From an optimization exercise on the open Yosys and OpenROAD flow, aimed at small area and a short achievable clock period; shortcuts taken in it are not production practice.
Function was checked by simulation only, so behaviour that the tests miss may differ from the original.
Power and IR drop assume default switching activity.

==> design.v <==
module flt_rank_det (
    input  wire        clk,
    input  wire        rst,
    input  wire        sync,
    input  wire        cfg_rank_en,
    input  wire [4:0]  cfg_win,
    input  wire [4:0]  cfg_k,
    input  wire        cfg_suppress,
    input  wire [15:0] cfg_settle_base,
    input  wire [4:0]  cfg_pk_log2,
    input  wire [4:0]  cfg_rms_log2,
    input  wire [3:0]  cfg_atk,
    input  wire [3:0]  cfg_dcy,
    input  wire        in_valid,
    input  wire [15:0] in_data,
    output reg         out_valid,
    output reg  [15:0] out_data,
    output reg         out_settling,
    output reg         env_valid,
    output wire [15:0] env,
    output reg         env_ok,
    output reg         pk_valid,
    output wire [15:0] pk,
    output wire        pk_ok,
    output reg         rms_valid,
    output wire [15:0] rms,
    output wire        rms_ok
);
    integer i;
    wire restart = rst | sync;
    wire [3:0] win_i = cfg_win[4] ? 4'd15 :
                       (cfg_win < 5'd3) ? 4'd3 :
                       cfg_win[0] ? cfg_win[3:0] : cfg_win[3:0] - 4'd1;
    wire [4:0] pk_i  = (cfg_pk_log2 < 5'd4) ? 5'd4 :
                       (cfg_pk_log2 > 5'd16) ? 5'd16 : cfg_pk_log2;
    wire [4:0] rms_i = (cfg_rms_log2 < 5'd4) ? 5'd4 :
                       (cfg_rms_log2 > 5'd16) ? 5'd16 : cfg_rms_log2;
    reg        c_rank_en;
    reg [3:0]  win;           
    reg [14:3] inw_r;         
    reg [4:0]  c_k;
    reg [3:0]  km1;           
    reg        c_sup;
    reg [4:0]  pk_n;          
    reg [4:0]  rms_n;         
    reg [3:0]  c_atk;
    reg [3:0]  c_dcy;
    always @(posedge clk) begin
        if (restart) begin
            c_rank_en <= cfg_rank_en;
            win       <= win_i;
            for (i = 3; i < 15; i = i + 1)
                inw_r[i] <= (i < win_i);
            c_k       <= cfg_k;
            c_sup     <= cfg_suppress;
            pk_n      <= pk_i;
            rms_n     <= rms_i;
            c_atk     <= cfg_atk;
            c_dcy     <= cfg_dcy;
        end
    end
    wire [14:0] inw = {inw_r, 3'b111};
    reg [15:0] xa;
    reg        va;
    reg        r1;
    always @(posedge clk) begin
        xa <= in_data;
        va <= in_valid;
        r1 <= restart;
    end
    wire bv_en = va & ~r1;
    reg [15:0] w [0:14];
    reg [14:0] vld;
    reg [3:0]  dr [1:14];     
    reg        bv;
    function cmp16;
        input [15:0] a;
        input [15:0] b;
        input        eq;
        reg   [15:0] au, bu;
        reg          c;
        integer      k;
        begin
            au = ~a; au[15] = a[15];
            bu = b;  bu[15] = ~b[15];
            c  = eq;
            for (k = 0; k < 16; k = k + 1)
                c = (au[k] & bu[k]) | (au[k] & c) | (bu[k] & c);
            cmp16 = c;
        end
    endfunction
    wire zx = xa[15] | (xa == 16'd0);    
    wire [3:0] dr_x = ((win[2:1] == 2'b01) || (win[2:1] == 2'b11)) ? win : win - 4'd1;
    reg [3:0] dr0;
    always @* begin
        dr0 = dr_x;
        for (i = 1; i < 15; i = i + 1)
            if (inw[i])
                dr0 = dr0 ^ dr[i];
    end
    reg [3:0] dr_l;
    always @* begin
        dr_l = 4'd0;
        for (i = 2; i < 15; i = i + 2)
            if (inw[i] && (i == 14 || !inw[i+1]))
                dr_l = dr[i];
    end
    reg [13:0] cb;    
    reg [13:0] db;    
    always @* begin
        for (i = 0; i < 14; i = i + 1) begin
            cb[i] = vld[i] ? cmp16(xa, w[i], 1'b1) : zx;
            db[i] = ((i == 0) ? dr0 : dr[i]) > dr_l;
        end
    end
    always @(posedge clk) begin
        bv <= bv_en;
        if (r1) begin
            vld  <= 15'd0;
            km1  <= (c_k == 5'd0) ? 4'd0 :
                    (c_k > {1'b0, win}) ? win - 4'd1 : c_k[3:0] - 4'd1;
            for (i = 1; i < 15; i = i + 1)
                dr[i] <= i[3:0];
        end else if (bv_en) begin
            vld   <= {vld[13:0], 1'b1};
            dr[1] <= dr0 + {3'd0, cb[0]} - {3'd0, db[0]};
            for (i = 2; i < 15; i = i + 1)
                dr[i] <= dr[i-1] + {3'd0, cb[i-1]} - {3'd0, db[i-1]};
        end
        if (bv_en) begin
            w[0] <= xa;
            for (i = 1; i < 15; i = i + 1)
                w[i] <= w[i-1];
        end
    end
    reg [15:0] y;
    reg        hit_old;
    always @* begin
        hit_old = 1'b0;
        for (i = 1; i < 15; i = i + 1)
            if (inw[i] && dr[i] == km1)
                hit_old = 1'b1;
        y = (!c_rank_en || !hit_old) ? w[0] : 16'd0;
        for (i = 1; i < 15; i = i + 1)
            if (c_rank_en && inw[i] && vld[i] && dr[i] == km1)
                y = y | w[i];
    end
    wire [14:0] ymag = out_data[15] ? (~out_data[14:0] + {14'd0, (out_data[14:0] != 15'd0)})
                                    : out_data[14:0];
    reg [15:0] scnt;          
    reg [3:0]  wcnt;          
    reg [15:0] pos;           
    reg        cv;
    reg        c_pklast;
    reg        c_rmslast;
    reg [14:0] mag;
    reg        dv;
    reg        d_settling;
    reg        d_pklast;
    reg        d_rmslast;
    wire settling_now = (scnt != 16'd0) || (wcnt != 4'd0);
    reg [15:0] pk_mask, rms_mask;
    always @* begin
        for (i = 0; i < 16; i = i + 1) begin
            pk_mask[i]  = (i < pk_n);
            rms_mask[i] = (i < rms_n);
        end
    end
    always @(posedge clk) begin
        cv        <= bv & ~r1;
        dv         <= cv & ~r1;
        mag        <= (cv & ~r1) ? ymag : 15'd0;     
        d_settling <= out_settling;
        d_pklast   <= c_pklast;
        d_rmslast  <= c_rmslast;
        out_valid <= bv & ~r1 & ~restart & ~(c_sup & settling_now);
        out_data     <= y;
        out_settling <= settling_now;
        c_pklast     <= &(pos | ~pk_mask);
        c_rmslast    <= &(pos | ~rms_mask);
        if (restart)
            scnt <= cfg_settle_base;
        else if (bv && !r1 && wcnt == 4'd0 && scnt != 16'd0)
            scnt <= scnt - 16'd1;
        if (r1) begin
            wcnt <= c_rank_en ? win - 4'd1 : 4'd0;
            pos  <= 16'd0;
        end else if (bv) begin
            if (wcnt != 4'd0)
                wcnt <= wcnt - 4'd1;
            pos <= pos + 16'd1;
        end
    end
    function gt16;
        input [15:0] a;
        input [15:0] b;
        reg   [15:0] g, e;
        integer      k, s;
        begin
            for (k = 0; k < 16; k = k + 1) begin
                g[k] = a[k] & ~b[k];
                e[k] = ~(a[k] ^ b[k]);
            end
            for (s = 1; s < 16; s = s * 2)
                for (k = 0; k < 16; k = k + 2 * s) begin
                    g[k] = g[k+s] | (e[k+s] & g[k]);
                    e[k] = e[k+s] & e[k];
                end
            gt16 = g[0];
        end
    endfunction
    reg  [30:0] e_b;
    wire [30:0] xb      = {mag, 1'b1, 15'd0};
    wire        rising  = gt16({mag, 1'b1}, e_b[30:15]);
    wire signed [31:0] env_d = $signed({1'b0, xb}) - $signed({1'b0, e_b});
    wire signed [31:0] st_a = env_d >>> c_atk;
    wire signed [31:0] st_d = env_d >>> c_dcy;
    wire [30:0] e_a     = e_b + st_a[30:0];
    wire [30:0] e_d     = e_b + st_d[30:0];
    wire [30:0] e_next  = rising ? e_a : e_d;
    assign env = {1'b0, e_b[30:16]};
    reg  [14:0] pk_acc;
    reg         pk_bok;
    reg         pk_first;
    assign pk    = {1'b0, pk_acc};
    assign pk_ok = pk_bok;
    reg  [22:0] s_lo;
    reg  [8:0]  s_mid;
    reg  [13:0] s_hi;
    reg         s_c1, s_c2;
    reg         rms_bok;
    reg         rms_first;
    reg         rms_more;     
    reg         sq_ld;
    wire [45:0] acc_m = {rms_more ? {s_hi, s_mid} : 23'd0,
                         rms_first ? 23'd0 : s_lo};
    wire        acc_c1 = rms_more & s_c1;
    wire        acc_c2 = rms_more & s_c2;
    wire [45:0] tr_s, tr_c;
    wire [14:0] msq = mag;                   
    wire ts1;
    wire tc2;
    assign ts1 = (msq[0] & msq[9]) ^ (msq[1] & msq[8]);
    assign tc2 = (msq[0] & msq[9]) & (msq[1] & msq[8]);
    wire ts3;
    wire tc4;
    assign ts3 = (msq[0] & msq[10]) ^ (msq[1] & msq[9]);
    assign tc4 = (msq[0] & msq[10]) & (msq[1] & msq[9]);
    wire ts5;
    wire tc6;
    assign ts5 = (msq[0] & msq[11]) ^ (msq[1] & msq[10]) ^ (msq[2] & msq[9]);
    assign tc6 = ((msq[0] & msq[11]) & (msq[1] & msq[10])) | ((msq[0] & msq[11]) & (msq[2] & msq[9])) | ((msq[1] & msq[10]) & (msq[2] & msq[9]));
    wire ts7;
    wire tc8;
    assign ts7 = (msq[3] & msq[8]) ^ (msq[4] & msq[7]);
    assign tc8 = (msq[3] & msq[8]) & (msq[4] & msq[7]);
    wire ts9;
    wire tc10;
    assign ts9 = (msq[0] & msq[12]) ^ (msq[1] & msq[11]) ^ (msq[2] & msq[10]);
    assign tc10 = ((msq[0] & msq[12]) & (msq[1] & msq[11])) | ((msq[0] & msq[12]) & (msq[2] & msq[10])) | ((msq[1] & msq[11]) & (msq[2] & msq[10]));
    wire ts11;
    wire tc12;
    assign ts11 = (msq[3] & msq[9]) ^ (msq[4] & msq[8]);
    assign tc12 = (msq[3] & msq[9]) & (msq[4] & msq[8]);
    wire ts13;
    wire tc14;
    assign ts13 = (msq[0] & msq[13]) ^ (msq[1] & msq[12]) ^ (msq[2] & msq[11]);
    assign tc14 = ((msq[0] & msq[13]) & (msq[1] & msq[12])) | ((msq[0] & msq[13]) & (msq[2] & msq[11])) | ((msq[1] & msq[12]) & (msq[2] & msq[11]));
    wire ts15;
    wire tc16;
    assign ts15 = (msq[3] & msq[10]) ^ (msq[4] & msq[9]) ^ (msq[5] & msq[8]);
    assign tc16 = ((msq[3] & msq[10]) & (msq[4] & msq[9])) | ((msq[3] & msq[10]) & (msq[5] & msq[8])) | ((msq[4] & msq[9]) & (msq[5] & msq[8]));
    wire ts17;
    wire tc18;
    assign ts17 = (msq[6] & msq[7]) ^ msq[7];
    assign tc18 = (msq[6] & msq[7]) & msq[7];
    wire ts19;
    wire tc20;
    assign ts19 = (msq[0] & msq[14]) ^ (msq[1] & msq[13]) ^ (msq[2] & msq[12]);
    assign tc20 = ((msq[0] & msq[14]) & (msq[1] & msq[13])) | ((msq[0] & msq[14]) & (msq[2] & msq[12])) | ((msq[1] & msq[13]) & (msq[2] & msq[12]));
    wire ts21;
    wire tc22;
    assign ts21 = (msq[3] & msq[11]) ^ (msq[4] & msq[10]) ^ (msq[5] & msq[9]);
    assign tc22 = ((msq[3] & msq[11]) & (msq[4] & msq[10])) | ((msq[3] & msq[11]) & (msq[5] & msq[9])) | ((msq[4] & msq[10]) & (msq[5] & msq[9]));
    wire ts23;
    wire tc24;
    assign ts23 = (msq[6] & msq[8]) ^ acc_m[15];
    assign tc24 = (msq[6] & msq[8]) & acc_m[15];
    wire ts25;
    wire tc26;
    assign ts25 = (msq[1] & msq[14]) ^ (msq[2] & msq[13]) ^ (msq[3] & msq[12]);
    assign tc26 = ((msq[1] & msq[14]) & (msq[2] & msq[13])) | ((msq[1] & msq[14]) & (msq[3] & msq[12])) | ((msq[2] & msq[13]) & (msq[3] & msq[12]));
    wire ts27;
    wire tc28;
    assign ts27 = (msq[4] & msq[11]) ^ (msq[5] & msq[10]) ^ (msq[6] & msq[9]);
    assign tc28 = ((msq[4] & msq[11]) & (msq[5] & msq[10])) | ((msq[4] & msq[11]) & (msq[6] & msq[9])) | ((msq[5] & msq[10]) & (msq[6] & msq[9]));
    wire ts29;
    wire tc30;
    assign ts29 = (msq[7] & msq[8]) ^ msq[8] ^ acc_m[16];
    assign tc30 = ((msq[7] & msq[8]) & msq[8]) | ((msq[7] & msq[8]) & acc_m[16]) | (msq[8] & acc_m[16]);
    wire ts31;
    wire tc32;
    assign ts31 = (msq[2] & msq[14]) ^ (msq[3] & msq[13]) ^ (msq[4] & msq[12]);
    assign tc32 = ((msq[2] & msq[14]) & (msq[3] & msq[13])) | ((msq[2] & msq[14]) & (msq[4] & msq[12])) | ((msq[3] & msq[13]) & (msq[4] & msq[12]));
    wire ts33;
    wire tc34;
    assign ts33 = (msq[5] & msq[11]) ^ (msq[6] & msq[10]) ^ (msq[7] & msq[9]);
    assign tc34 = ((msq[5] & msq[11]) & (msq[6] & msq[10])) | ((msq[5] & msq[11]) & (msq[7] & msq[9])) | ((msq[6] & msq[10]) & (msq[7] & msq[9]));
    wire ts35;
    wire tc36;
    assign ts35 = (msq[3] & msq[14]) ^ (msq[4] & msq[13]) ^ (msq[5] & msq[12]);
    assign tc36 = ((msq[3] & msq[14]) & (msq[4] & msq[13])) | ((msq[3] & msq[14]) & (msq[5] & msq[12])) | ((msq[4] & msq[13]) & (msq[5] & msq[12]));
    wire ts37;
    wire tc38;
    assign ts37 = (msq[6] & msq[11]) ^ (msq[7] & msq[10]) ^ (msq[8] & msq[9]);
    assign tc38 = ((msq[6] & msq[11]) & (msq[7] & msq[10])) | ((msq[6] & msq[11]) & (msq[8] & msq[9])) | ((msq[7] & msq[10]) & (msq[8] & msq[9]));
    wire ts39;
    wire tc40;
    assign ts39 = (msq[4] & msq[14]) ^ (msq[5] & msq[13]) ^ (msq[6] & msq[12]);
    assign tc40 = ((msq[4] & msq[14]) & (msq[5] & msq[13])) | ((msq[4] & msq[14]) & (msq[6] & msq[12])) | ((msq[5] & msq[13]) & (msq[6] & msq[12]));
    wire ts41;
    wire tc42;
    assign ts41 = (msq[5] & msq[14]) ^ (msq[6] & msq[13]) ^ (msq[7] & msq[12]);
    assign tc42 = ((msq[5] & msq[14]) & (msq[6] & msq[13])) | ((msq[5] & msq[14]) & (msq[7] & msq[12])) | ((msq[6] & msq[13]) & (msq[7] & msq[12]));
    wire ts43;
    wire tc44;
    assign ts43 = (msq[0] & msq[5]) ^ (msq[1] & msq[4]);
    assign tc44 = (msq[0] & msq[5]) & (msq[1] & msq[4]);
    wire ts45;
    wire tc46;
    assign ts45 = (msq[0] & msq[6]) ^ (msq[1] & msq[5]);
    assign tc46 = (msq[0] & msq[6]) & (msq[1] & msq[5]);
    wire ts47;
    wire tc48;
    assign ts47 = (msq[0] & msq[7]) ^ (msq[1] & msq[6]) ^ (msq[2] & msq[5]);
    assign tc48 = ((msq[0] & msq[7]) & (msq[1] & msq[6])) | ((msq[0] & msq[7]) & (msq[2] & msq[5])) | ((msq[1] & msq[6]) & (msq[2] & msq[5]));
    wire ts49;
    wire tc50;
    assign ts49 = (msq[3] & msq[4]) ^ msq[4];
    assign tc50 = (msq[3] & msq[4]) & msq[4];
    wire ts51;
    wire tc52;
    assign ts51 = (msq[0] & msq[8]) ^ (msq[1] & msq[7]) ^ (msq[2] & msq[6]);
    assign tc52 = ((msq[0] & msq[8]) & (msq[1] & msq[7])) | ((msq[0] & msq[8]) & (msq[2] & msq[6])) | ((msq[1] & msq[7]) & (msq[2] & msq[6]));
    wire ts53;
    wire tc54;
    assign ts53 = (msq[3] & msq[5]) ^ acc_m[9];
    assign tc54 = (msq[3] & msq[5]) & acc_m[9];
    wire ts55;
    wire tc56;
    assign ts55 = ts1 ^ (msq[2] & msq[7]) ^ (msq[3] & msq[6]);
    assign tc56 = (ts1 & (msq[2] & msq[7])) | (ts1 & (msq[3] & msq[6])) | ((msq[2] & msq[7]) & (msq[3] & msq[6]));
    wire ts57;
    wire tc58;
    assign ts57 = (msq[4] & msq[5]) ^ msq[5] ^ acc_m[10];
    assign tc58 = ((msq[4] & msq[5]) & msq[5]) | ((msq[4] & msq[5]) & acc_m[10]) | (msq[5] & acc_m[10]);
    wire ts59;
    wire tc60;
    assign ts59 = tc2 ^ ts3 ^ (msq[2] & msq[8]);
    assign tc60 = (tc2 & ts3) | (tc2 & (msq[2] & msq[8])) | (ts3 & (msq[2] & msq[8]));
    wire ts61;
    wire tc62;
    assign ts61 = (msq[3] & msq[7]) ^ (msq[4] & msq[6]) ^ acc_m[11];
    assign tc62 = ((msq[3] & msq[7]) & (msq[4] & msq[6])) | ((msq[3] & msq[7]) & acc_m[11]) | ((msq[4] & msq[6]) & acc_m[11]);
    wire ts63;
    wire tc64;
    assign ts63 = tc4 ^ ts5 ^ ts7;
    assign tc64 = (tc4 & ts5) | (tc4 & ts7) | (ts5 & ts7);
    wire ts65;
    wire tc66;
    assign ts65 = (msq[5] & msq[6]) ^ msq[6] ^ acc_m[12];
    assign tc66 = ((msq[5] & msq[6]) & msq[6]) | ((msq[5] & msq[6]) & acc_m[12]) | (msq[6] & acc_m[12]);
    wire ts67;
    wire tc68;
    assign ts67 = tc6 ^ tc8 ^ ts9;
    assign tc68 = (tc6 & tc8) | (tc6 & ts9) | (tc8 & ts9);
    wire ts69;
    wire tc70;
    assign ts69 = ts11 ^ (msq[5] & msq[7]) ^ acc_m[13];
    assign tc70 = (ts11 & (msq[5] & msq[7])) | (ts11 & acc_m[13]) | ((msq[5] & msq[7]) & acc_m[13]);
    wire ts71;
    wire tc72;
    assign ts71 = tc10 ^ tc12 ^ ts13;
    assign tc72 = (tc10 & tc12) | (tc10 & ts13) | (tc12 & ts13);
    wire ts73;
    wire tc74;
    assign ts73 = ts15 ^ ts17 ^ acc_m[14];
    assign tc74 = (ts15 & ts17) | (ts15 & acc_m[14]) | (ts17 & acc_m[14]);
    wire ts75;
    wire tc76;
    assign ts75 = tc14 ^ tc16 ^ tc18;
    assign tc76 = (tc14 & tc16) | (tc14 & tc18) | (tc16 & tc18);
    wire ts77;
    wire tc78;
    assign ts77 = ts19 ^ ts21 ^ ts23;
    assign tc78 = (ts19 & ts21) | (ts19 & ts23) | (ts21 & ts23);
    wire ts79;
    wire tc80;
    assign ts79 = tc20 ^ tc22 ^ tc24;
    assign tc80 = (tc20 & tc22) | (tc20 & tc24) | (tc22 & tc24);
    wire ts81;
    wire tc82;
    assign ts81 = ts25 ^ ts27 ^ ts29;
    assign tc82 = (ts25 & ts27) | (ts25 & ts29) | (ts27 & ts29);
    wire ts83;
    wire tc84;
    assign ts83 = tc26 ^ tc28 ^ tc30;
    assign tc84 = (tc26 & tc28) | (tc26 & tc30) | (tc28 & tc30);
    wire ts85;
    wire tc86;
    assign ts85 = ts31 ^ ts33 ^ acc_m[17];
    assign tc86 = (ts31 & ts33) | (ts31 & acc_m[17]) | (ts33 & acc_m[17]);
    wire ts87;
    wire tc88;
    assign ts87 = tc32 ^ tc34 ^ ts35;
    assign tc88 = (tc32 & tc34) | (tc32 & ts35) | (tc34 & ts35);
    wire ts89;
    wire tc90;
    assign ts89 = ts37 ^ msq[9] ^ acc_m[18];
    assign tc90 = (ts37 & msq[9]) | (ts37 & acc_m[18]) | (msq[9] & acc_m[18]);
    wire ts91;
    wire tc92;
    assign ts91 = tc36 ^ tc38 ^ ts39;
    assign tc92 = (tc36 & tc38) | (tc36 & ts39) | (tc38 & ts39);
    wire ts93;
    wire tc94;
    assign ts93 = (msq[7] & msq[11]) ^ (msq[8] & msq[10]) ^ acc_m[19];
    assign tc94 = ((msq[7] & msq[11]) & (msq[8] & msq[10])) | ((msq[7] & msq[11]) & acc_m[19]) | ((msq[8] & msq[10]) & acc_m[19]);
    wire ts95;
    wire tc96;
    assign ts95 = tc40 ^ ts41 ^ (msq[8] & msq[11]);
    assign tc96 = (tc40 & ts41) | (tc40 & (msq[8] & msq[11])) | (ts41 & (msq[8] & msq[11]));
    wire ts97;
    wire tc98;
    assign ts97 = (msq[9] & msq[10]) ^ msq[10] ^ acc_m[20];
    assign tc98 = ((msq[9] & msq[10]) & msq[10]) | ((msq[9] & msq[10]) & acc_m[20]) | (msq[10] & acc_m[20]);
    wire ts99;
    wire tc100;
    assign ts99 = tc42 ^ (msq[6] & msq[14]) ^ (msq[7] & msq[13]);
    assign tc100 = (tc42 & (msq[6] & msq[14])) | (tc42 & (msq[7] & msq[13])) | ((msq[6] & msq[14]) & (msq[7] & msq[13]));
    wire ts101;
    wire tc102;
    assign ts101 = (msq[8] & msq[12]) ^ (msq[9] & msq[11]) ^ acc_m[21];
    assign tc102 = ((msq[8] & msq[12]) & (msq[9] & msq[11])) | ((msq[8] & msq[12]) & acc_m[21]) | ((msq[9] & msq[11]) & acc_m[21]);
    wire ts103;
    wire tc104;
    assign ts103 = (msq[7] & msq[14]) ^ (msq[8] & msq[13]) ^ (msq[9] & msq[12]);
    assign tc104 = ((msq[7] & msq[14]) & (msq[8] & msq[13])) | ((msq[7] & msq[14]) & (msq[9] & msq[12])) | ((msq[8] & msq[13]) & (msq[9] & msq[12]));
    wire ts105;
    wire tc106;
    assign ts105 = (msq[10] & msq[11]) ^ msq[11] ^ acc_m[22];
    assign tc106 = ((msq[10] & msq[11]) & msq[11]) | ((msq[10] & msq[11]) & acc_m[22]) | (msq[11] & acc_m[22]);
    wire ts107;
    wire tc108;
    assign ts107 = (msq[8] & msq[14]) ^ (msq[9] & msq[13]) ^ (msq[10] & msq[12]);
    assign tc108 = ((msq[8] & msq[14]) & (msq[9] & msq[13])) | ((msq[8] & msq[14]) & (msq[10] & msq[12])) | ((msq[9] & msq[13]) & (msq[10] & msq[12]));
    wire ts109;
    wire tc110;
    assign ts109 = acc_m[23] ^ acc_c1;
    assign tc110 = acc_m[23] & acc_c1;
    wire ts111;
    wire tc112;
    assign ts111 = (msq[9] & msq[14]) ^ (msq[10] & msq[13]) ^ (msq[11] & msq[12]);
    assign tc112 = ((msq[9] & msq[14]) & (msq[10] & msq[13])) | ((msq[9] & msq[14]) & (msq[11] & msq[12])) | ((msq[10] & msq[13]) & (msq[11] & msq[12]));
    wire ts113;
    wire tc114;
    assign ts113 = msq[12] ^ acc_m[24];
    assign tc114 = msq[12] & acc_m[24];
    wire ts115;
    wire tc116;
    assign ts115 = (msq[10] & msq[14]) ^ (msq[11] & msq[13]);
    assign tc116 = (msq[10] & msq[14]) & (msq[11] & msq[13]);
    wire ts117;
    wire tc118;
    assign ts117 = (msq[11] & msq[14]) ^ (msq[12] & msq[13]);
    assign tc118 = (msq[11] & msq[14]) & (msq[12] & msq[13]);
    wire ts119;
    wire tc120;
    assign ts119 = (msq[0] & msq[3]) ^ (msq[1] & msq[2]);
    assign tc120 = (msq[0] & msq[3]) & (msq[1] & msq[2]);
    wire ts121;
    wire tc122;
    assign ts121 = (msq[0] & msq[4]) ^ (msq[1] & msq[3]);
    assign tc122 = (msq[0] & msq[4]) & (msq[1] & msq[3]);
    wire ts123;
    wire tc124;
    assign ts123 = ts43 ^ (msq[2] & msq[3]) ^ msq[3];
    assign tc124 = (ts43 & (msq[2] & msq[3])) | (ts43 & msq[3]) | ((msq[2] & msq[3]) & msq[3]);
    wire ts125;
    wire tc126;
    assign ts125 = tc44 ^ ts45 ^ (msq[2] & msq[4]);
    assign tc126 = (tc44 & ts45) | (tc44 & (msq[2] & msq[4])) | (ts45 & (msq[2] & msq[4]));
    wire ts127;
    wire tc128;
    assign ts127 = tc46 ^ ts47 ^ ts49;
    assign tc128 = (tc46 & ts47) | (tc46 & ts49) | (ts47 & ts49);
    wire ts129;
    wire tc130;
    assign ts129 = tc48 ^ tc50 ^ ts51;
    assign tc130 = (tc48 & tc50) | (tc48 & ts51) | (tc50 & ts51);
    wire ts131;
    wire tc132;
    assign ts131 = tc52 ^ tc54 ^ ts55;
    assign tc132 = (tc52 & tc54) | (tc52 & ts55) | (tc54 & ts55);
    wire ts133;
    wire tc134;
    assign ts133 = tc56 ^ tc58 ^ ts59;
    assign tc134 = (tc56 & tc58) | (tc56 & ts59) | (tc58 & ts59);
    wire ts135;
    wire tc136;
    assign ts135 = tc60 ^ tc62 ^ ts63;
    assign tc136 = (tc60 & tc62) | (tc60 & ts63) | (tc62 & ts63);
    wire ts137;
    wire tc138;
    assign ts137 = tc64 ^ tc66 ^ ts67;
    assign tc138 = (tc64 & tc66) | (tc64 & ts67) | (tc66 & ts67);
    wire ts139;
    wire tc140;
    assign ts139 = tc68 ^ tc70 ^ ts71;
    assign tc140 = (tc68 & tc70) | (tc68 & ts71) | (tc70 & ts71);
    wire ts141;
    wire tc142;
    assign ts141 = tc72 ^ tc74 ^ ts75;
    assign tc142 = (tc72 & tc74) | (tc72 & ts75) | (tc74 & ts75);
    wire ts143;
    wire tc144;
    assign ts143 = tc76 ^ tc78 ^ ts79;
    assign tc144 = (tc76 & tc78) | (tc76 & ts79) | (tc78 & ts79);
    wire ts145;
    wire tc146;
    assign ts145 = tc80 ^ tc82 ^ ts83;
    assign tc146 = (tc80 & tc82) | (tc80 & ts83) | (tc82 & ts83);
    wire ts147;
    wire tc148;
    assign ts147 = tc84 ^ tc86 ^ ts87;
    assign tc148 = (tc84 & tc86) | (tc84 & ts87) | (tc86 & ts87);
    wire ts149;
    wire tc150;
    assign ts149 = tc88 ^ tc90 ^ ts91;
    assign tc150 = (tc88 & tc90) | (tc88 & ts91) | (tc90 & ts91);
    wire ts151;
    wire tc152;
    assign ts151 = tc92 ^ tc94 ^ ts95;
    assign tc152 = (tc92 & tc94) | (tc92 & ts95) | (tc94 & ts95);
    wire ts153;
    wire tc154;
    assign ts153 = tc96 ^ tc98 ^ ts99;
    assign tc154 = (tc96 & tc98) | (tc96 & ts99) | (tc98 & ts99);
    wire ts155;
    wire tc156;
    assign ts155 = tc100 ^ tc102 ^ ts103;
    assign tc156 = (tc100 & tc102) | (tc100 & ts103) | (tc102 & ts103);
    wire ts157;
    wire tc158;
    assign ts157 = tc104 ^ tc106 ^ ts107;
    assign tc158 = (tc104 & tc106) | (tc104 & ts107) | (tc106 & ts107);
    wire ts159;
    wire tc160;
    assign ts159 = tc108 ^ tc110 ^ ts111;
    assign tc160 = (tc108 & tc110) | (tc108 & ts111) | (tc110 & ts111);
    wire ts161;
    wire tc162;
    assign ts161 = tc112 ^ tc114 ^ ts115;
    assign tc162 = (tc112 & tc114) | (tc112 & ts115) | (tc114 & ts115);
    wire ts163;
    wire tc164;
    assign ts163 = tc116 ^ ts117 ^ msq[13];
    assign tc164 = (tc116 & ts117) | (tc116 & msq[13]) | (ts117 & msq[13]);
    wire ts165;
    wire tc166;
    assign ts165 = tc118 ^ (msq[12] & msq[14]);
    assign tc166 = tc118 & (msq[12] & msq[14]);
    wire ts167;
    wire tc168;
    assign ts167 = (msq[13] & msq[14]) ^ msq[14];
    assign tc168 = (msq[13] & msq[14]) & msq[14];
    wire ts169;
    wire tc170;
    assign ts169 = (msq[0] & msq[1]) ^ msq[1];
    assign tc170 = (msq[0] & msq[1]) & msq[1];
    wire ts171;
    wire tc172;
    assign ts171 = (msq[0] & msq[2]) ^ acc_m[3];
    assign tc172 = (msq[0] & msq[2]) & acc_m[3];
    wire ts173;
    wire tc174;
    assign ts173 = ts119 ^ msq[2] ^ acc_m[4];
    assign tc174 = (ts119 & msq[2]) | (ts119 & acc_m[4]) | (msq[2] & acc_m[4]);
    wire ts175;
    wire tc176;
    assign ts175 = tc120 ^ ts121 ^ acc_m[5];
    assign tc176 = (tc120 & ts121) | (tc120 & acc_m[5]) | (ts121 & acc_m[5]);
    wire ts177;
    wire tc178;
    assign ts177 = tc122 ^ ts123 ^ acc_m[6];
    assign tc178 = (tc122 & ts123) | (tc122 & acc_m[6]) | (ts123 & acc_m[6]);
    wire ts179;
    wire tc180;
    assign ts179 = tc124 ^ ts125 ^ acc_m[7];
    assign tc180 = (tc124 & ts125) | (tc124 & acc_m[7]) | (ts125 & acc_m[7]);
    wire ts181;
    wire tc182;
    assign ts181 = tc126 ^ ts127 ^ acc_m[8];
    assign tc182 = (tc126 & ts127) | (tc126 & acc_m[8]) | (ts127 & acc_m[8]);
    wire ts183;
    wire tc184;
    assign ts183 = tc128 ^ ts129 ^ ts53;
    assign tc184 = (tc128 & ts129) | (tc128 & ts53) | (ts129 & ts53);
    wire ts185;
    wire tc186;
    assign ts185 = tc130 ^ ts131 ^ ts57;
    assign tc186 = (tc130 & ts131) | (tc130 & ts57) | (ts131 & ts57);
    wire ts187;
    wire tc188;
    assign ts187 = tc132 ^ ts133 ^ ts61;
    assign tc188 = (tc132 & ts133) | (tc132 & ts61) | (ts133 & ts61);
    wire ts189;
    wire tc190;
    assign ts189 = tc134 ^ ts135 ^ ts65;
    assign tc190 = (tc134 & ts135) | (tc134 & ts65) | (ts135 & ts65);
    wire ts191;
    wire tc192;
    assign ts191 = tc136 ^ ts137 ^ ts69;
    assign tc192 = (tc136 & ts137) | (tc136 & ts69) | (ts137 & ts69);
    wire ts193;
    wire tc194;
    assign ts193 = tc138 ^ ts139 ^ ts73;
    assign tc194 = (tc138 & ts139) | (tc138 & ts73) | (ts139 & ts73);
    wire ts195;
    wire tc196;
    assign ts195 = tc140 ^ ts141 ^ ts77;
    assign tc196 = (tc140 & ts141) | (tc140 & ts77) | (ts141 & ts77);
    wire ts197;
    wire tc198;
    assign ts197 = tc142 ^ ts143 ^ ts81;
    assign tc198 = (tc142 & ts143) | (tc142 & ts81) | (ts143 & ts81);
    wire ts199;
    wire tc200;
    assign ts199 = tc144 ^ ts145 ^ ts85;
    assign tc200 = (tc144 & ts145) | (tc144 & ts85) | (ts145 & ts85);
    wire ts201;
    wire tc202;
    assign ts201 = tc146 ^ ts147 ^ ts89;
    assign tc202 = (tc146 & ts147) | (tc146 & ts89) | (ts147 & ts89);
    wire ts203;
    wire tc204;
    assign ts203 = tc148 ^ ts149 ^ ts93;
    assign tc204 = (tc148 & ts149) | (tc148 & ts93) | (ts149 & ts93);
    wire ts205;
    wire tc206;
    assign ts205 = tc150 ^ ts151 ^ ts97;
    assign tc206 = (tc150 & ts151) | (tc150 & ts97) | (ts151 & ts97);
    wire ts207;
    wire tc208;
    assign ts207 = tc152 ^ ts153 ^ ts101;
    assign tc208 = (tc152 & ts153) | (tc152 & ts101) | (ts153 & ts101);
    wire ts209;
    wire tc210;
    assign ts209 = tc154 ^ ts155 ^ ts105;
    assign tc210 = (tc154 & ts155) | (tc154 & ts105) | (ts155 & ts105);
    wire ts211;
    wire tc212;
    assign ts211 = tc156 ^ ts157 ^ ts109;
    assign tc212 = (tc156 & ts157) | (tc156 & ts109) | (ts157 & ts109);
    wire ts213;
    wire tc214;
    assign ts213 = tc158 ^ ts159 ^ ts113;
    assign tc214 = (tc158 & ts159) | (tc158 & ts113) | (ts159 & ts113);
    wire ts215;
    wire tc216;
    assign ts215 = tc160 ^ ts161 ^ acc_m[25];
    assign tc216 = (tc160 & ts161) | (tc160 & acc_m[25]) | (ts161 & acc_m[25]);
    wire ts217;
    wire tc218;
    assign ts217 = tc162 ^ ts163 ^ acc_m[26];
    assign tc218 = (tc162 & ts163) | (tc162 & acc_m[26]) | (ts163 & acc_m[26]);
    wire ts219;
    wire tc220;
    assign ts219 = tc164 ^ ts165 ^ acc_m[27];
    assign tc220 = (tc164 & ts165) | (tc164 & acc_m[27]) | (ts165 & acc_m[27]);
    wire ts221;
    wire tc222;
    assign ts221 = tc166 ^ ts167 ^ acc_m[28];
    assign tc222 = (tc166 & ts167) | (tc166 & acc_m[28]) | (ts167 & acc_m[28]);
    wire ts223;
    wire tc224;
    assign ts223 = tc168 ^ acc_m[29];
    assign tc224 = tc168 & acc_m[29];
    assign tr_s = {acc_m[45], acc_m[44], acc_m[43], acc_m[42], acc_m[41], acc_m[40], acc_m[39], acc_m[38], acc_m[37], acc_m[36], acc_m[35], acc_m[34], acc_m[33], acc_m[32], acc_m[31], tc224, tc222, tc220, tc218, tc216, tc214, tc212, tc210, tc208, tc206, tc204, tc202, tc200, tc198, tc196, tc194, tc192, tc190, tc188, tc186, tc184, tc182, tc180, tc178, tc176, tc174, tc172, tc170, ts169, acc_m[1], msq[0]};
    assign tr_c = {1'b0, 1'b0, 1'b0, 1'b0, 1'b0, 1'b0, 1'b0, 1'b0, 1'b0, 1'b0, 1'b0, 1'b0, 1'b0, acc_c2, 1'b0, acc_m[30], ts223, ts221, ts219, ts217, ts215, ts213, ts211, ts209, ts207, ts205, ts203, ts201, ts199, ts197, ts195, ts193, ts191, ts189, ts187, ts185, ts183, ts181, ts179, ts177, ts175, ts173, ts171, acc_m[2], 1'b0, acc_m[0]};
    always @(posedge clk) begin
        {s_c1, s_lo}  <= {1'b0, tr_s[22:0]} + {1'b0, tr_c[22:0]};
        {s_c2, s_mid} <= {1'b0, tr_s[31:23]} + {1'b0, tr_c[31:23]};
        s_hi          <= tr_s[45:32] + tr_c[45:32];
        env_valid <= dv & ~r1 & ~restart;
        pk_valid  <= dv & d_pklast & ~r1 & ~restart;
        sq_ld     <= dv & d_rmslast & ~r1;
        if (r1) begin
            e_b       <= 31'h0000_8000;
            pk_first  <= 1'b1;
            rms_first <= 1'b1;
            rms_more  <= 1'b0;
        end else if (dv) begin
            e_b       <= e_next;
            env_ok    <= !d_settling;
            pk_first  <= d_pklast;
            rms_first <= d_rmslast;
            rms_more  <= !d_rmslast;
            if (pk_first || mag > pk_acc)
                pk_acc <= mag;
            if (pk_first)
                pk_bok <= !d_settling;
            if (rms_first)
                rms_bok <= !d_settling;
        end
    end
    wire [45:0] sum_acc = {s_hi, s_mid, s_lo} + {13'd0, s_c2, 8'd0, s_c1, 23'd0};
    reg  [43:0] sq_a;
    reg  [4:0]  sq_jm1;       
    always @* begin
        if (rms_n == 5'd4) begin
            sq_a   = {sum_acc[33:2], 12'd0};
            sq_jm1 = 5'd15;
        end else if (rms_n[0]) begin
            sq_a   = {1'b0, sum_acc[45:3]};
            sq_jm1 = 5'd23 - rms_n[4:1];           
        end else begin
            sq_a   = sum_acc[45:2];
            sq_jm1 = 5'd23 - rms_n[4:1];           
        end
    end
    reg  [43:0] sq_op;
    reg  [15:0] sq_root;
    reg  [15:0] sq_rem;
    reg  [4:0]  sq_cnt;
    reg         sq_ok;
    wire [17:0] sq_rem_t = {sq_rem, sq_op[43:42]};
    wire [17:0] sq_trial = {sq_root, 2'b01};
    wire [18:0] sq_diff  = {1'b0, sq_rem_t} - {1'b0, sq_trial};
    wire        sq_take  = !sq_diff[18];
    wire        sq_take0 = sq_a[43] | sq_a[42];
    assign rms    = sq_root;
    assign rms_ok = sq_ok;
    always @(posedge clk) begin
        rms_valid <= (sq_cnt == 5'd1) & ~r1 & ~restart;
        if (r1) begin
            sq_cnt <= 5'd0;
        end else if (sq_ld) begin
            sq_cnt <= sq_jm1;
            sq_ok  <= rms_bok;
        end else if (sq_cnt != 5'd0) begin
            sq_cnt <= sq_cnt - 5'd1;
        end
        if (sq_ld) begin
            sq_op   <= {sq_a[41:0], 2'b00};
            sq_root <= {15'd0, sq_take0};
            sq_rem  <= {14'd0, sq_a[43:42] - {1'b0, sq_take0}};
        end else begin
            sq_op   <= {sq_op[41:0], 2'b00};
            sq_rem  <= sq_take ? sq_diff[15:0] : sq_rem_t[15:0];
            if (sq_cnt == 5'd1)
                sq_root <= sq_root + {15'd0, sq_take};
            else
                sq_root <= {sq_root[14:0], sq_take};
        end
    end
endmodule
==> flow/run.sh <==
#!/bin/bash
# Standard synthesis, then the standard ORFS layout steps with:
# - port buffers of a plain buffer cell (buf_2) rather than the default,
set -euo pipefail
bash standard.sh synth > synth.log 2>&1
bash standard.sh SETUP_SLACK_MARGIN=10.6 TNS_END_PERCENT=100 \
    "BUFFER_PORTS_ARGS=-buffer_cell sky130_fd_sc_hd__buf_2" finish > layout.log 2>&1
==> standard.sh <==
#!/bin/bash
# synth_recipe.tcl (not shown) runs the flow's synth.tcl, then flattens the netlist and writes it again
# the make line also repeats each setting of config.mk as NAME=value (left out here)
make -C /OpenROAD-flow-scripts/flow DESIGN_CONFIG=/design/flow/config.mk WORK_HOME=/design/flow/orfs CLKGATE_MAP_FILE= SYNTH_SCRIPT=/design/flow/synth_recipe.tcl "${@:-finish}"
==> config.mk <==
export PLATFORM = sky130hd
export DESIGN_NAME = flt_rank_det
export DESIGN_NICKNAME = flt_rank_det
export VERILOG_FILES = /design/flow/design.v
export SDC_FILE = /design/flow/constraint.sdc
export NUM_CORES = 8
export LEC_CHECK = 0
export ABC_AREA = 1
export CAP_MARGIN = 20
export CORE_MARGIN = 2
export CORE_UTILIZATION = 58
export CTS_CLUSTER_DIAMETER = 60
export CTS_CLUSTER_SIZE = 30
export SLEW_MARGIN = 20
==> constraint.sdc <==
create_clock -name core_clock -period 15.0 [get_ports {clk}]
set_input_delay 3.0000 -clock core_clock [delete_from_list [all_inputs] [get_ports {clk}]]
set_output_delay 3.0000 -clock core_clock [all_outputs]
set_load 0.01 [all_outputs]
==> results.cfg, run 1 <==
[synth]
synth-async-reset-ratio_pct = 0
postSynth.topFlopCell = sky130_fd_sc_hd__edfxtp_1
syn_inst = 5267
synth_area_per_cell_um2 = 7.91
post_synthesis_sequential_area_ratio_pct = 37.7
post_synth_edffs = 316
yosysUniqueCellTypes = 73
ys_ff_latch = 627
post-synth-top-area-fraction_pct = 22.8
yosysTopAreaCell = sky130_fd_sc_hd__edfxtp_1
ys_top_cells_by_area = sky130_fd_sc_hd__edfxtp_1 23%, sky130_fd_sc_hd__dfxtp_1 15%, sky130_fd_sc_hd__nand2_1 10%
synth_area_um2 = 41700
synth-warning-count = 4

[floorplanning]
core_um2 = 71400
num_ports = 138
initial_utilization_pct = 58.4
chipWidth_um = 272
die_area_um2 = 74000
die_h_um = 272
rows = 98

[global_routing]
grt_first_pass_wirelength_um = 186000
global_route.usage.total_pct = 31.6
antenna_violations_before_repair = 3
grt_start_max_net_pins = 185
grt_remaining_overflow = 0
grt_pass1_vias = 34300

[clocking]
tritoncts_num_sinks = 627
tritoncts = done
holdBufCountCts = 0
htree_num_levels = 2
clk_latency_ns = 0.66
clockRootBuffer = sky130_fd_sc_hd__clkbuf_16
cts_inserted_buffers = 56
clock_path_buffers = 3
clk_pin_slew_ns = 0.09

[power]
vdd_ir_drop_max_v = 0.000131
power_per_standard_cell_area_nw_per_um2 = 115
static-leakage-power_nw = 22.1

[sta]
timing.final.crit_period_ns = 4.39
fin_setup_tns_ns = 0
rsz_0062_raised_after_global_routing = true
final.setup_skew_ns = 0.0642
hold_fails_final_rpt = 0
timing.final.max_slew_violations = 0
timing_worst_slew_pin_value_ns = 1.14
report.final.setup_viol = 0
slew-limit-headroom_pct = 23.9
max_clock_freq_ghz = 0.228
timing.final.crit_share_pct = 29.2

[worst_setup_path]
critical_path_destination = out_data[12]
worstReg2RegEnd = e_b[24]$_SDFFE_PP0P_
critPathMaxFanout = 5
cp_data_arrival_time_ns = 1.39
worst-setup-path-type = flop to primary output
timing.critical_path.to_type = primary output
worstSetupStartpoint = out_data[12]$_DFF_P_
cp_top_family = flip-flops
worstPathCellList = buf_2
crit_required_ns = 12.00
ff2ff_setup_slack_ns = 10.64
timing.critical_path.depth = 1
critical-path-max-stage-delay_ns = 0.49
cp.buffers_inverters = 1
startpoint_type = flop
slowest_stage = sky130_fd_sc_hd__dfxtp_1
reg2regPathDepth = 33
worst_r2r_startpoint = mag[12]$_SDFF_PN0_

[route]
total_wirelength_of_the_detailed_routed_design_um = 120000
via_density = 5.68
drt-pass1-iter-count = 6
first_iter_violations = 3366
routed-via-count = 36400
route.detailed.drc = 0
antenna_left = 0
wire_per_inst_um = 18.7

[cells_and_area]
area_delta_synth_final_pct = 13.1
final_core_utilization_pct = 66.0
nNetsFinal = 5839
number_of_diodes_added_for_antenna_fixing = 0
proportion_of_layout_cells_with_a_drive_suffix_above_1_pct = 11.7

[hold_path]
hp-class = flop to flop

[placed_design]
globalplace.congestion = 0.945
number_of_buffers_added_on_ports = 135
detailedPlacementHpwl_um = 85400

[run_status]
outcome = complete, no violations

[run]
timing.max_cap.violations = 0
==> cells in the final DEF, fill, tap and decap left out, types with 11 or more instances in the layout <==
cell                        synthesis  layout
sky130_fd_sc_hd__o22ai_1          222     222
sky130_fd_sc_hd__o21bai_1          31      30
sky130_fd_sc_hd__nand2_2            7      30
sky130_fd_sc_hd__dfxtp_1          311     273
sky130_fd_sc_hd__buf_12             0      11
sky130_fd_sc_hd__a221oi_1          24      23
sky130_fd_sc_hd__nand3_1          227     220
sky130_fd_sc_hd__a21oi_2            2      21
sky130_fd_sc_hd__buf_4             24     111
sky130_fd_sc_hd__a21oi_1          309     285
sky130_fd_sc_hd__nor2_1           339     323
sky130_fd_sc_hd__buf_2             15     135
sky130_fd_sc_hd__o211ai_1          31      31
sky130_fd_sc_hd__dfxtp_2            0      23
sky130_fd_sc_hd__o21ai_0          239     216
sky130_fd_sc_hd__or2_2             13      13
sky130_fd_sc_hd__ha_4               0      33
sky130_fd_sc_hd__nor4_1            19      19
sky130_fd_sc_hd__inv_2              8      23
sky130_fd_sc_hd__xor2_1           196     195
sky130_fd_sc_hd__a211oi_1          24      24
sky130_fd_sc_hd__nand4_1           44      44
sky130_fd_sc_hd__a22oi_1           19      19
sky130_fd_sc_hd__o21ai_2            3      16
sky130_fd_sc_hd__clkbuf_16          0      57
sky130_fd_sc_hd__fa_1             101     100
sky130_fd_sc_hd__inv_1            903     882
sky130_fd_sc_hd__nor3_1            59      53
sky130_fd_sc_hd__o21ai_1           16      24
sky130_fd_sc_hd__ha_1             261     221
sky130_fd_sc_hd__a31oi_1           30      25
sky130_fd_sc_hd__xnor2_1           81      80
sky130_fd_sc_hd__edfxtp_1         316     316
sky130_fd_sc_hd__dfxtp_4            0      15
sky130_fd_sc_hd__nand2_1         1110    1084
sky130_fd_sc_hd__nor2_2             5      18
sky130_fd_sc_hd__clkinv_8           0      11
==> power by group <==
part | internal (W) | total, W | switching [W]
clock | 0.000801 | 0.00162 | 0.000814
sequential | 0.00192 | 0.00208 | 0.000155
combinational | 0.000691 | 0.00174 | 0.00105
total | 0.00341 | 0.00543 | 0.00202
==> synth_stat cells (all sizes together), types with 5 or more instances <==
cell type     n
a211oi       24
a21boi        9
a21o          6
a21oi       311
a221oi       24
a22o          8
a22oi        19
a31oi        30
a32o          6
a32oi         8
buf          62
clkbuf      122
clkinv       10
dfxtp       311
edfxtp      316
fa          101
ha          261
inv         911
mux2i         9
nand2      1119
nand3       228
nand4        45
nor2        344
nor3         65
nor4         22
o2111ai       5
o211ai       31
o21a          5
o21ai       259
o21bai       31
o221ai       10
o22ai       222
o31ai         9
or2          17
xnor2        81
xor2        196
==> worst min-delay path by stage <==
| stage | start | end | slack, ns | cells past startpoint |
|---|---|---|---|---|
| 3_3_place_gp | c_rmslast$_DFF_P_ | d_rmslast$_DFF_P_ | 0.32 | 0 |
| 2_1_floorplan | c_pklast$_DFF_P_ | d_pklast$_DFF_P_ | 0.31 | 0 |
| 3_5_place_dp | c_rmslast$_DFF_P_ | d_rmslast$_DFF_P_ | 0.31 | 0 |
| 6_report | c_rmslast$_DFF_P_ | d_rmslast$_DFF_P_ | 0.33 | 0 |
| 4_1_cts | c_rmslast$_DFF_P_ | d_rmslast$_DFF_P_ | 0.34 | 0 |
| 5_1_grt | c_rmslast$_DFF_P_ | d_rmslast$_DFF_P_ | 0.35 | 0 |
==> worst register-to-register path, delay by kind of cell, from the launching register on <==
kind,cells,cell delay [ns]
adders and majority gates,3,0.68
and+or+nand+nor,15,1.71
buffers and inverters,9,0.97
DFF,1,0.33
AOI/OAI and AO/OA,6,0.60
==> final cells by class <==
cell class | count | area [um^2]
fill | 6270 | 24200
multi-input combinational | 3538 | 22700
sequential | 627 | 15800
inverter | 921 | 3490
timing repair buffer | 265 | 1850
clock buffer | 61 | 1450
tap | 950 | 1190
clock inverter | 45 | 641
timing repair inverter | 2 | 15.0
==> timing repair <==
action	4_1_cts	5_1_grt
gates cloned	5	0
setup endpoints to repair	45	51
resized for setup	119	198
setup buffers	21	65
pin swaps	9	68
==> state kept, by name, indices dropped and copies added, names as in the netlist, 16 cells and up <==
name      count
e_b          31
dr           56
pos          16
sq_op        42
out_data     16
sq_root      16
xa           16
w           240
s_lo         23
sq_rem       16
scnt         16
==> stage by stage <==
stage / hold WS, ns / instances / setup WS, ns / area (um^2) / total power [W]
detailed placement: 0.314 / 6212 / 9.17 / 43100 / 0.00373
global placement: 0.318 / 6212 / 9.24 / 43100 / 0.00369
finish: 0.332 / 6409 / 10.61 / 47100 / 0.00543
CTS: 0.335 / 6344 / 10.60 / 45800 / 0.00537
floorplan: 0.310 / 5268 / 10.67 / 41700 / 0.00332
global route: 0.352 / 6409 / 10.40 / 47100 / 0.00577
==> routing by layer <==
| layer | global-route usage, % | vias to the layer above | routed length (um) |
|---|---|---|---|
| li1 | - | 17700 | - |
| met1 | 43.2 | 17200 | 51400 |
| met2 | 51.8 | 1264 | 55600 |
| met3 | 4.00 | 253 | 8330 |
| met4 | 11.4 | 2 | 4670 |
| met5 | 0 | - | 12 |
==> kinds of logic (layout without fill, tap and decap cells) <==
family / count (synthesis) / after routing / share of synthesized area [%]
AND/OR/NAND/NOR: 1853 / 1854 / 18.5
buffers and inverters: 1105 / 1294 / 10.3
AO/OA/AOI/OAI: 1033 / 1034 / 14.8
flip-flops: 627 / 627 / 37.7
adder cells (fa/ha/maj): 362 / 362 / 12.7
XOR/XNOR: 277 / 277 / 5.82
multiplexers: 9 / 9 / 0.216
other: 1 / 2 / 0.00900
==> run 2, diff against run 1 <==
--- a/flow/run.sh
+++ b/flow/run.sh
@@ -5,3 +5,3 @@
 bash standard.sh synth > synth.log 2>&1
-bash standard.sh SETUP_SLACK_MARGIN=10.6 TNS_END_PERCENT=100 \
+bash standard.sh SETUP_SLACK_MARGIN=10.75 TNS_END_PERCENT=100 \
     "BUFFER_PORTS_ARGS=-buffer_cell sky130_fd_sc_hd__buf_2" finish > layout.log 2>&1
==> results.cfg, run 2 <==
[sta]
timing.final.crit_share_pct = 28.8
fin_setup_tns_ns = 0
slew-limit-headroom_pct = 15.5
timing.final.crit_period_ns = 4.32
hold_fails_final_rpt = 0
final.setup_skew_ns = 0.0353
timing_worst_slew_pin_value_ns = 1.27
rsz_0062_raised_after_global_routing = true
report.final.setup_viol = 0
max_clock_freq_ghz = 0.232
timing.final.max_slew_violations = 0

[synth]
yosys.cell_count.top_type = sky130_fd_sc_hd__nand2_1
post_synth_edffs = 316
synth-warning-count = 4
synth_top_cells_by_count = 1,110 x sky130_fd_sc_hd__nand2_1, 903 x sky130_fd_sc_hd__inv_1, 339 x sky130_fd_sc_hd__nor2_1, 316 x sky130_fd_sc_hd__edfxtp_1, 311 x sky130_fd_sc_hd__dfxtp_1
ys_ff_latch = 627
postSynth.topFlopCell = sky130_fd_sc_hd__edfxtp_1
post_synthesis_sequential_area_ratio_pct = 37.7
synth-async-reset-ratio_pct = 0
yosysUniqueCellTypes = 73
post-synth-top-area-fraction_pct = 22.8
synth_area_um2 = 41700
syn_inst = 5267
synth_area_per_cell_um2 = 7.91
ys_top_cells_by_area = sky130_fd_sc_hd__edfxtp_1 23%, sky130_fd_sc_hd__dfxtp_1 15%, sky130_fd_sc_hd__nand2_1 10%
yosysTopAreaCell = sky130_fd_sc_hd__edfxtp_1

[global_routing]
grt_remaining_overflow = 0
grt_start_max_net_pins = 178
global_route.usage.total_pct = 31.9
antenna_violations_before_repair = 1
grt_first_pass_wirelength_um = 188000
grt_pass1_vias = 34600

[route]
drt-pass1-iter-count = 6
first_iter_violations = 3055
antenna_left = 0
route.detailed.drc = 0
wire_per_inst_um = 18.7
routed-via-count = 36600
via_density = 5.68
total_wirelength_of_the_detailed_routed_design_um = 121000

[worst_setup_path]
critical-path-max-stage-delay_ns = 0.37
startpoint_type = flop
worst_r2r_startpoint = e_b[20]$_SDFFE_PP0P_
crit_required_ns = 15.53
slowest_stage = sky130_fd_sc_hd__dfxtp_4
worst-setup-path-type = flop to flop
worstSetupStartpoint = e_b[20]$_SDFFE_PP0P_
cp_data_arrival_time_ns = 4.85
timing.critical_path.to_type = flop
critPathMaxFanout = 7

[power]
p_total_w = 0.00536
static-leakage-power_nw = 22.3
power_per_standard_cell_area_nw_per_um2 = 113
vdd_ir_drop_max_v = 0.000146

[placed_design]
number_of_buffers_added_on_ports = 135
globalplace.congestion = 0.939
detailedPlacementHpwl_um = 85200

[run]
timing.max_cap.violations = 0

[clocking]
cts_inserted_buffers = 53
clockRootBuffer = sky130_fd_sc_hd__clkbuf_16
htree_num_levels = 2
clock_path_buffers = 3
tritoncts_num_sinks = 627
tritoncts = done
clk_latency_ns = 0.67
clk_pin_slew_ns = 0.08

[cells_and_area]
number_of_diodes_added_for_antenna_fixing = 0
layout_common_cells = 1,064 x sky130_fd_sc_hd__nand2_1, 872 x sky130_fd_sc_hd__inv_1, 322 x sky130_fd_sc_hd__nor2_1
proportion_of_layout_cells_with_a_drive_suffix_above_1_pct = 13.4
area_delta_synth_final_pct = 14.0
layout_commonest_cell = sky130_fd_sc_hd__nand2_1
nNetsFinal = 5879
largest-register = w
largest_registers = w (240), dr (56), sq_op (42)
number_of_flip_flops_in_the_largest_register = 240

[floorplanning]
initial_utilization_pct = 58.4
chipWidth_um = 272
rows = 98
die_area_um2 = 74000
die_h_um = 272
core_um2 = 71400
num_ports = 138

[run_status]
outcome = complete, no violations

[hold_path]
hp-start = c_pklast$_DFF_P_
hp-class = flop to flop
==> run 2: logic make-up (layout without fill, tap and decap cells) <==
group                      after synthesis  count (layout)  synth area share, %
AOI/OAI and AO/OA                     1033            1034                 14.8
DFF                                    627             627                 37.7
xor gates and xnor gates               277             277                 5.82
buffers and inverters                 1105            1330                 10.3
adders and majority gates              362             362                 12.7
other                                    1               2              0.00900
and+or+nand+nor                       1853            1855                 18.5
muxes                                    9               9                0.216
==> run 2: worst max-delay path: cells and delay by family (launching register included) <==
family                   cells  cell delay (ns)
XOR/XNOR                     1             0.09
flip-flops                   1             0.37
AND/OR/NAND/NOR             13             1.51
AO/OA/AOI/OAI                8             1.10
adder cells (fa/ha/maj)      2             0.61
buffers and inverters        6             0.53
==> run 2: cell type report <==
cell class	instances	area, um^2
Timing Repair inverter	3	23.8
Clock inverter	47	637
Timing Repair Buffer	306	2160
Tap cell	950	1190
Clock buffer	53	1330
Fill cell	6272	23900
Multi-Input combinational cell	3539	22800
Sequential cell	627	15900
Inverter	921	3500
==> run 2: routing by layer <==
| layer | track usage [%] | routed length [um] | vias to the layer above |
|---|---|---|---|
| li1 | - | - | 17800 |
| met1 | 43.6 | 52600 | 17200 |
| met2 | 52.9 | 56100 | 1326 |
| met3 | 3.27 | 7520 | 253 |
| met4 | 11.2 | 4640 | 0 |
| met5 | 0 | 0 | - |
==> run 2: stage by stage <==
step | hold WS (ns) | utilization (%) | instance area (um^2) | setup WS, ns | std cells
4_1_cts | 0.332 | 65.3 | 46600 | 10.72 | 6405
3_3_place_gp | 0.313 | 60.3 | 43100 | 9.22 | 6213
5_1_grt | 0.345 | 66.6 | 47500 | 10.44 | 6446
6_report | 0.331 | 66.6 | 47500 | 10.68 | 6446
2_1_floorplan | 0.310 | - | 41700 | 10.75 | 5268
3_5_place_dp | 0.314 | 60.3 | 43100 | 9.09 | 6213
==> run 2: power by group <==
group	internal [W]	leakage, nW	switching, W
clock	0.000724	0.935	0.000818
combinational	0.000693	15.9	0.00106
sequential	0.00193	5.52	0.000147
total	0.00334	22.3	0.00202
==> run 2: worst paths after layout <==
check,end,slack [ns],cells after the start
max,e_b[25]$_SDFFE_PP0P_,10.68,30
max reg2reg,e_b[25]$_SDFFE_PP0P_,10.68,30
min reg2reg,d_pklast$_DFF_P_,0.33,0
min,d_pklast$_DFF_P_,0.33,0
==> run 2: timing repair <==
action                     CTS  global route
resized for setup          235           171
hold buffers                 0             0
setup buffers               86            40
setup endpoints to repair   83            70
pin swaps                   44            74
gates cloned                 6             1
==> run 3, diff against run 2 <==
--- a/config.mk
+++ b/config.mk
@@ -10,3 +10,3 @@
 export CORE_MARGIN = 2
-export CORE_UTILIZATION = 58
+export CORE_UTILIZATION = 62
 export CTS_CLUSTER_DIAMETER = 60
==> results.cfg, run 3 <==
[worst_setup_path]
cp_data_arrival_time_ns = 4.90
worstReg2RegEnd = e_b[21]$_SDFFE_PP0P_
startpoint_type = flop
critPathMaxFanout = 6
timing.critical_path.to_type = flop
worst-setup-path-type = flop to flop
crit_required_ns = 15.52
critPathMostFrequentCell = sky130_fd_sc_hd__nand2_2
critical-path-max-stage-delay_ns = 0.34
slowest_stage = sky130_fd_sc_hd__dfxtp_2
ff2ff_setup_slack_ns = 10.62
worst_r2r_startpoint = e_b[28]$_SDFFE_PP0P_
reg2regPathDepth = 32

[clocking]
cts_inserted_buffers = 53
clk_pin_slew_ns = 0.09
tritoncts = done
tritoncts_num_sinks = 627
htree_num_levels = 2
holdBufCountCts = 0
clock_path_buffers = 3
clockRootBuffer = sky130_fd_sc_hd__clkbuf_16
clk_latency_ns = 0.65

[hold_path]
worst_hold_path.num_cells = 0
hp-start = c_rmslast$_DFF_P_
worstHoldEndpoint = d_rmslast$_DFF_P_
hp-class = flop to flop

[floorplanning]
num_ports = 138
chipWidth_um = 263
rows = 95
initial_utilization_pct = 62.4
die_area_um2 = 69300
die_h_um = 263
core_um2 = 66800

[synth]
post_synthesis_sequential_area_ratio_pct = 37.7
yosysTopAreaCell = sky130_fd_sc_hd__edfxtp_1
synth-warning-count = 4
synth_top_cells_by_count = 1,110 x sky130_fd_sc_hd__nand2_1, 903 x sky130_fd_sc_hd__inv_1, 339 x sky130_fd_sc_hd__nor2_1, 316 x sky130_fd_sc_hd__edfxtp_1, 311 x sky130_fd_sc_hd__dfxtp_1
yosys.cell_count.top_type = sky130_fd_sc_hd__nand2_1
synthAdderAreaFrac_pct = 12.7
synth-xor-area-share_pct = 5.82
syn_inst = 5267
synth-async-reset-ratio_pct = 0
synth_simple_gate_area_share_pct = 18.5
synth_area_per_cell_um2 = 7.91
postSynth.topFlopCell = sky130_fd_sc_hd__edfxtp_1
ys_ff_latch = 627
synth_area_um2 = 41700
synth_compound_gate_area_share_pct = 14.8
ys_top_cells_by_area = sky130_fd_sc_hd__edfxtp_1 23%, sky130_fd_sc_hd__dfxtp_1 15%, sky130_fd_sc_hd__nand2_1 10%
post_synth_edffs = 316
post-synth-top-area-fraction_pct = 22.8
yosysUniqueCellTypes = 73
main_combinational_cell_family_by_area_after_synthesis = simple AND/OR/NAND/NOR gates
synthMuxAreaShare_pct = 0.216

[route]
routed-wl-met2_um = 57300
total_wirelength_of_the_detailed_routed_design_um = 122000
routed-via-count = 37300
highest_routing_layer_actually_used = met4
antenna_left = 0
met3_wirelength_um = 9330
m1WireLength_um = 49900
first_iter_violations = 3785
route.detailed.drc = 0
via_density = 5.82
drt-pass1-iter-count = 6
wire_per_inst_um = 19.0

[power]
power.share.clock_pct = 28.9
intPower_w = 0.00343
power.share.combinational_pct = 33.4
vdd_ir_drop_max_v = 0.000110
power_per_standard_cell_area_nw_per_um2 = 114
p_seq_share_pct = 37.7
static-leakage-power_nw = 22.5
switching_power_of_the_nets_w = 0.00203
power_switching_share_pct = 37.2

[sta]
hold_fails_final_rpt = 0
timing_worst_slew_pin_value_ns = 1.08
timing.final.crit_share_pct = 29.2
fin_setup_tns_ns = 0
rsz_0062_raised_after_global_routing = true
timing.final.max_slew_violations = 0
report.final.setup_viol = 0
timing.final.crit_period_ns = 4.38
final.setup_skew_ns = 0.0270
max_clock_freq_ghz = 0.228
slew-limit-headroom_pct = 28.0

[cells_and_area]
area_delta_synth_final_pct = 15.3
layout_common_cells = 1,063 x sky130_fd_sc_hd__nand2_1, 876 x sky130_fd_sc_hd__inv_1, 321 x sky130_fd_sc_hd__nor2_1
layout_commonest_cell = sky130_fd_sc_hd__nand2_1
final_core_utilization_pct = 71.9
number_of_diodes_added_for_antenna_fixing = 0
nNetsFinal = 5913
proportion_of_layout_cells_with_a_drive_suffix_above_1_pct = 14.4
largest_registers = w (240), dr (56), sq_op (42)
largest-register = w
number_of_flip_flops_in_the_largest_register = 240
finish.cell_count_without_fillers = 6403
fin_area_um2 = 48100
fillCellCount = 5359

[global_routing]
grt_start_max_net_pins = 82
grt_pass1_vias = 35200
antenna_violations_before_repair = 2
global_route.usage.total_pct = 34.0
grt_first_pass_wirelength_um = 189000
grt_remaining_overflow = 0

[placed_design]
detailedPlacementHpwl_um = 85200
number_of_buffers_added_on_ports = 135
globalplace.congestion = 0.986
placed_area_um2 = 43000
place.detailed.instances = 6140

[run]
timing.max_cap.violations = 0

[run_status]
outcome = complete, no violations
run 3: changes by cell type in the layout (fill, tap and decap cells not counted), sizes merged, moves of 2 or more:
cell	change
buf	+34
bufinv	+2
clkbuf	+7
clkinv	-6
clkinvlp	-4
run 3: worst max path at each step:
stage / end / from
6_report: e_b[21]$_SDFFE_PP0P_ / e_b[28]$_SDFFE_PP0P_
3_3_place_gp: e_b[22]$_SDFFE_PP0P_ / mag[8]$_SDFF_PN0_
2_1_floorplan: s_lo[22]$_DFF_P_ / mag[10]$_SDFF_PN0_
3_5_place_dp: e_b[22]$_SDFFE_PP0P_ / mag[8]$_SDFF_PN0_
5_1_grt: e_b[21]$_SDFFE_PP0P_ / e_b[28]$_SDFFE_PP0P_
4_1_cts: pk[13] / pk_acc[13]$_DFFE_PP_
run 3: cells by family after synthesis:
| group | count (synthesis) |
|---|---|
| DFF | 627 |
| other | 1 |
| buffers and inverters | 1105 |
| adders and majority gates | 362 |
| xor gates and xnor gates | 277 |
| and+or+nand+nor | 1853 |
| AOI/OAI and AO/OA | 1033 |
| muxes | 9 |
run 3: critical path, delay by kind of cell (launching register included):
kind / cells / cell delay [ns]
buffers and inverters: 8 / 0.69
xor gates and xnor gates: 1 / 0.14
and+or+nand+nor: 15 / 1.86
AOI/OAI and AO/OA: 6 / 0.71
adders and majority gates: 2 / 0.52
DFF: 1 / 0.34
run 3: what timing repair did:
action / 4_1_cts / 5_1_grt
cloned: 6 / 2
endpoints found under the setup margin: 101 / 80
pin swaps: 50 / 108
resized for setup: 266 / 182
setup buffers: 97 / 58
run 3: metrics by stage:
| step | hold WS, ns | power, W | setup slack [ns] |
|---|---|---|---|
| finish | 0.331 | 0.00546 | 10.62 |
| floorplan | 0.310 | 0.00332 | 10.75 |
| global route | 0.338 | 0.00577 | 10.38 |
| CTS | 0.336 | 0.00539 | 10.70 |
| global placement | 0.314 | 0.00370 | 9.34 |
| detailed placement | 0.318 | 0.00373 | 9.24 |
run 3: layout make-up:
class	count	area, um^2	area share, %
Tap cell	873	1090	2.27
Timing Repair inverter	3	25.0	0.0521
Multi-Input combinational cell	3539	23100	48.1
Inverter	921	3510	7.29
Clock inverter	40	574	1.19
Timing Repair Buffer	340	2460	5.11
Clock buffer	60	1440	2.99
Sequential cell	627	15800	33.0
run 3: power groups by stage:
stage	Sequential [W]	Combinational [W]	Clock [W]
2_1_floorplan	0.00206	0.00126	0
3_3_place_gp	0.00210	0.00161	0
3_5_place_dp	0.00210	0.00163	0
4_1_cts	0.00206	0.00173	0.00160
5_1_grt	0.00207	0.00205	0.00165
6_report	0.00206	0.00183	0.00158
run 3: metal layers:
metal | GRT usage (%) | vias up
met2 | 56.2 | 1592
met3 | 3.90 | 289
li1 | - | 17900
met4 | 13.6 | 0
met5 | 0 | -
met1 | 45.9 | 17500

what the ideal ports hide:
No port has a modelled driver above. Below, the same layouts with a new extraction and two added sets of constraints. Step 1 sets driving cells, clkbuf_16 on the clock port and buf_2 on the other inputs (assumed; they add their load-dependent delay and slew). Step 2 moves the port delays by t, midway between the first and last clock arrival at a register: inputs arrive t later, outputs are due t later. That takes back most of the time a late clock gives input paths. Slacks: ideal ports / drivers / drivers and shift; pairs: ideal ports / drivers.
run	shift t [ns]	setup slack, ns	hold WS [ns]
run 1	0.699	10.613 / 10.548 / 10.554	0.332 / 0.332 / 0.332
run 2	0.713	10.685 / 10.685 / 10.525	0.331 / 0.331 / 0.331
run 3	0.698	10.622 / 10.576 / 10.538	0.331 / 0.331 / 0.331
After both steps every run listed still meets setup and hold. The setup slack of run 2, which loses most, moves by 0.000 ns with the drivers and by -0.160 ns with both steps.
